This is an optimization exercise on Yosys and OpenROAD, whose aim is small area, a short achievable clock period and few clock cycles per item, not a production implementation. The RTL was checked by simulation tests, not by an equivalence proof against the original design. Power figures rest on the tool's default switching activity, not on a simulated workload.

## harbor
## rs144_dec
module rs144_dec (
  input  wire        clk,
  input  wire        rst,
  input  wire        in_valid,
  output wire        in_ready,
  input  wire [7:0]  in_data,
  output wire        out_valid,
  input  wire        out_ready,
  output wire        out_fail,
  output wire [2:0]  out_nerr,
  output wire [31:0] out_pos,
  output wire [31:0] out_val
);
  function automatic [7:0] gf_mul(input [7:0] a, input [7:0] b);
    integer i;
    reg [7:0] p, aa;
    begin
      p  = 8'h00;
      aa = a;
      for (i = 0; i < 8; i = i + 1) begin
        if (b[i]) p = p ^ aa;
        aa = {aa[6:0], 1'b0} ^ (aa[7] ? 8'h1D : 8'h00);
      end
      gf_mul = p;
    end
  endfunction
  function automatic [7:0] to_tower(input [7:0] a);
    begin
      to_tower = ({8{a[0]}} & 8'h01) ^ ({8{a[1]}} & 8'h2b) ^ ({8{a[2]}} & 8'h40) ^
                 ({8{a[3]}} & 8'h21) ^ ({8{a[4]}} & 8'h32) ^ ({8{a[5]}} & 8'hc1) ^
                 ({8{a[6]}} & 8'h48) ^ ({8{a[7]}} & 8'h16);
    end
  endfunction
  function automatic [7:0] from_tower(input [7:0] a);
    begin
      from_tower = ({8{a[0]}} & 8'h01) ^ ({8{a[1]}} & 8'h4e) ^ ({8{a[2]}} & 8'h99) ^
                   ({8{a[3]}} & 8'h44) ^ ({8{a[4]}} & 8'h57) ^ ({8{a[5]}} & 8'h09) ^
                   ({8{a[6]}} & 8'h04) ^ ({8{a[7]}} & 8'h25);
    end
  endfunction
  function automatic [3:0] g16_mul(input [3:0] a, input [3:0] b);
    integer i;
    reg [3:0] p, aa;
    begin
      p  = 4'h0;
      aa = a;
      for (i = 0; i < 4; i = i + 1) begin
        if (b[i]) p = p ^ aa;
        aa = {aa[2:0], 1'b0} ^ (aa[3] ? 4'h3 : 4'h0);
      end
      g16_mul = p;
    end
  endfunction
  function automatic [3:0] g16_inv(input [3:0] a);
    begin
      case (a)
        4'h0: g16_inv = 4'h0;  4'h1: g16_inv = 4'h1;  4'h2: g16_inv = 4'h9;  4'h3: g16_inv = 4'he;
  ...
Size in the first run: roughly 460 flip-flops, about 82 I/O pins, about 23000 µm² of cells after synthesis.
==> flow/config.mk <==
export PLATFORM = sky130hd
export DESIGN_NAME = rs144_dec
export DESIGN_NICKNAME = rs144_dec
export VERILOG_FILES = /design/flow/design.v
export SDC_FILE = /design/flow/constraint.sdc
export NUM_CORES = 4
export LEC_CHECK = 0
export CAP_MARGIN = 20
export CORE_MARGIN = 2
export CORE_UTILIZATION = 60
export CTS_CLUSTER_DIAMETER = 100
export CTS_CLUSTER_SIZE = 20
export PLACE_DENSITY = 0.7
export SLEW_MARGIN = 20
export TNS_END_PERCENT = 30
==> flow/constraint.sdc <==
create_clock -name core_clock -period 10.0 [get_ports {clk}]
set_input_delay 2.0000 -clock core_clock [delete_from_list [all_inputs] [get_ports {clk}]]
set_output_delay 2.0000 -clock core_clock [all_outputs]
set_load 0.01 [all_outputs]
standard.sh (not shown) runs the stock make flow with config.mk's settings and CLKGATE_MAP_FILE= SYNTH_SCRIPT=/design/flow/synth_recipe.tcl, a recipe that flattens the netlist after the stock synthesis.
==> flow/flow/run.sh <==
#!/bin/bash
# Standard layout, with timing repair aimed below the design's period.
set -euo pipefail
bash standard.sh SETUP_SLACK_MARGIN=6.9 finish > flow_make.log 2>&1
Testbench counts of harbor, summed over its fixed seeds: cycles 116,685, items 800.
The following lists how zinc was set up differently from harbor:
--- a/flow/config.mk
+++ b/flow/config.mk
@@ -10,6 +10,6 @@
 export CORE_UTILIZATION = 60
-export CTS_CLUSTER_DIAMETER = 100
-export CTS_CLUSTER_SIZE = 20
+export CTS_CLUSTER_DIAMETER = 80
+export CTS_CLUSTER_SIZE = 16
+export GPL_TIMING_DRIVEN = 0
 export PLACE_DENSITY = 0.7
 export SLEW_MARGIN = 20
-export TNS_END_PERCENT = 30
Depth of the worst register-to-register path is higher on harbor
Post-synthesis to final-layout area growth is lower on harbor
In the flow results for zinc and harbor, the first-pass GRT wire length is larger on zinc.
Looking at met3 layer usage reported by global route across zinc and harbor, the one that comes out higher is zinc.
Measured against each other, zinc and harbor differ in sequential share of layout area, the lower figure coming from zinc.
Diff harbor -> zinc | routed wire length | increase of 3.5 mm
Status: clock skew parity (zinc, harbor)
Between harbor and zinc, the flow reports power spent charging and discharging nets increasing by a few percent.
Between zinc and harbor, length of the first detailed-routing pass in iterations is lower for harbor, zinc comes in above that.
Compared with harbor, zinc shows a final critical delay including setup and external delays that is 0.12 ns lower.
Worst setup slack after layout is lower on harbor
Modified inputs, willow compared to zinc
==> flow/flow/run.sh <==
#!/bin/bash
# Standard layout, with timing repair aimed below the design's period.
set -euo pipefail
bash standard.sh SETUP_SLACK_MARGIN=6.95 finish > flow_make.log 2>&1
--- a/flow/config.mk
+++ b/flow/config.mk
@@ -9,7 +9,6 @@
 export CORE_MARGIN = 2
-export CORE_UTILIZATION = 60
+export CORE_UTILIZATION = 65
 export CTS_CLUSTER_DIAMETER = 80
 export CTS_CLUSTER_SIZE = 16
-export GPL_TIMING_DRIVEN = 0
-export PLACE_DENSITY = 0.7
+export PLACE_DENSITY = 0.75
 export SLEW_MARGIN = 20
Results
| count of buffers not belonging to the clock network in the layout | willow vs zinc | about 40% lower |
Summary of the comparison: HPWL after detailed placement is lower in willow, relative to zinc.
Summary of willow over zinc: final setup slack of the worst path increased by 0.026 ns relative to the old numbers, final net count now sits lower.
Max hold slack across zinc and willow: willow
Relative to zinc, via count decreased by 297 in willow.
Input changes introduced in ember (baseline for comparison: willow):
==> flow/flow/run.sh <==
#!/bin/bash
# Standard layout, with timing repair aimed below the design's period.
set -euo pipefail
bash standard.sh SETUP_SLACK_MARGIN=6.9 finish > flow_make.log 2>&1
--- a/flow/config.mk
+++ b/flow/config.mk
@@ -9,6 +9,6 @@
 export CORE_MARGIN = 2
-export CORE_UTILIZATION = 65
+export CORE_UTILIZATION = 60
 export CTS_CLUSTER_DIAMETER = 80
 export CTS_CLUSTER_SIZE = 16
-export PLACE_DENSITY = 0.75
+export PLACE_DENSITY = 0.7
 export SLEW_MARGIN = 20
## What came out
ember against willow: count of vias placed by the detailed router shows a reduction of 1.6%; core utilization shows a reduction of 6.6 points; final net count shows a reduction of about 0.54%; combinational share of power shows a reduction of 0.6 points; multi-input logic portion of the cell area shows no meaningful change.
Input changes introduced in quartz (baseline for comparison: ember):
==> flow/flow/run.sh <==
#!/bin/bash
# Standard layout, with timing repair aimed below the design's period.
set -euo pipefail
bash standard.sh SETUP_SLACK_MARGIN=6.95 finish > flow_make.log 2>&1
--- a/flow/config.mk
+++ b/flow/config.mk
@@ -10,4 +10,4 @@
 export CORE_UTILIZATION = 60
-export CTS_CLUSTER_DIAMETER = 80
-export CTS_CLUSTER_SIZE = 16
+export CTS_CLUSTER_DIAMETER = 60
+export CTS_CLUSTER_SIZE = 12
 export PLACE_DENSITY = 0.7
==> notes.md <==
- Looking at vias after detailed routing, quartz sits 289 above ember.
- quartz ends up with higher routed wire length than ember does.
- Compared with ember, quartz shows number of instances resized during post-cts repair that has gone up slightly.
- | fill cell total of the finished layout | quartz vs ember | 50 lower |
- Looking at part of the power in registers, quartz sits 1.7 points lower than ember does.
- Per the comparison of quartz with ember, worst-case setup slack after placement rose by 0.067 ns; area added between synthesis and finish increased by 2.8 points relative to the old numbers.
### quartz -> amber
==> flow/flow/run.sh <==
#!/bin/bash
# Standard layout, with timing repair aimed below the design's period.
set -euo pipefail
bash standard.sh SETUP_SLACK_MARGIN=6.9 finish > flow_make.log 2>&1
--- a/flow/config.mk
+++ b/flow/config.mk
@@ -10,5 +10,5 @@
 export CORE_UTILIZATION = 60
-export CTS_CLUSTER_DIAMETER = 60
-export CTS_CLUSTER_SIZE = 12
-export PLACE_DENSITY = 0.7
+export CTS_CLUSTER_DIAMETER = 100
+export CTS_CLUSTER_SIZE = 24
+export PLACE_DENSITY = 0.8
 export SLEW_MARGIN = 20
Delta (amber minus quartz): power now sits lower; total routing usage reported by global routing now sits lower; final wirelength now sits lower; core utilization now sits lower; power per cell area now sits lower. In amber, the worst setup slack for register-to-register paths came out 0.07 ns below the value in quartz.

[afterwards: timing with drivers on the ports]
The results above use ideal ports. As a check the final layouts listed here were re-extracted and re-timed, cells and wires unchanged. Step 1 assumes that a clkbuf_16 drives the clock port and a buf_2 every other input. Step 2, shift: input delay + t, output delay - t, t = (earliest + latest rising clock arrival at the registers) / 2. This alone moves slack from input paths to output paths. Slacks: no drivers / after step 1 / after step 2; pairs: no drivers / after step 1.
run	t (ns)	setup slack, ns	worst hold slack (ns)	worst register clock-pin slew, ns	cell pins on the clock port's net
harbor	0.614	6.819 / 6.764 / 6.412	0.331 / 0.331 / 0.331	0.10 / 0.10	1
zinc	0.613	6.942 / 6.888 / 6.415	0.330 / 0.330 / 0.330	0.08 / 0.08	1
willow	0.581	6.968 / 6.912 / 6.459	0.342 / 0.342 / 0.342	0.08 / 0.08	1
ember	0.605	6.954 / 6.899 / 6.515	0.334 / 0.334 / 0.334	0.08 / 0.08	1
quartz	0.615	6.978 / 6.923 / 6.400	0.326 / 0.326 / 0.326	0.07 / 0.07	1
amber	0.617	6.926 / 6.872 / 6.372	0.329 / 0.329 / 0.329	0.10 / 0.10	1
After both steps every run listed still meets setup and hold. For quartz, which loses most, drivers alone change the setup slack by -0.055 ns; drivers and shift together by -0.578 ns.
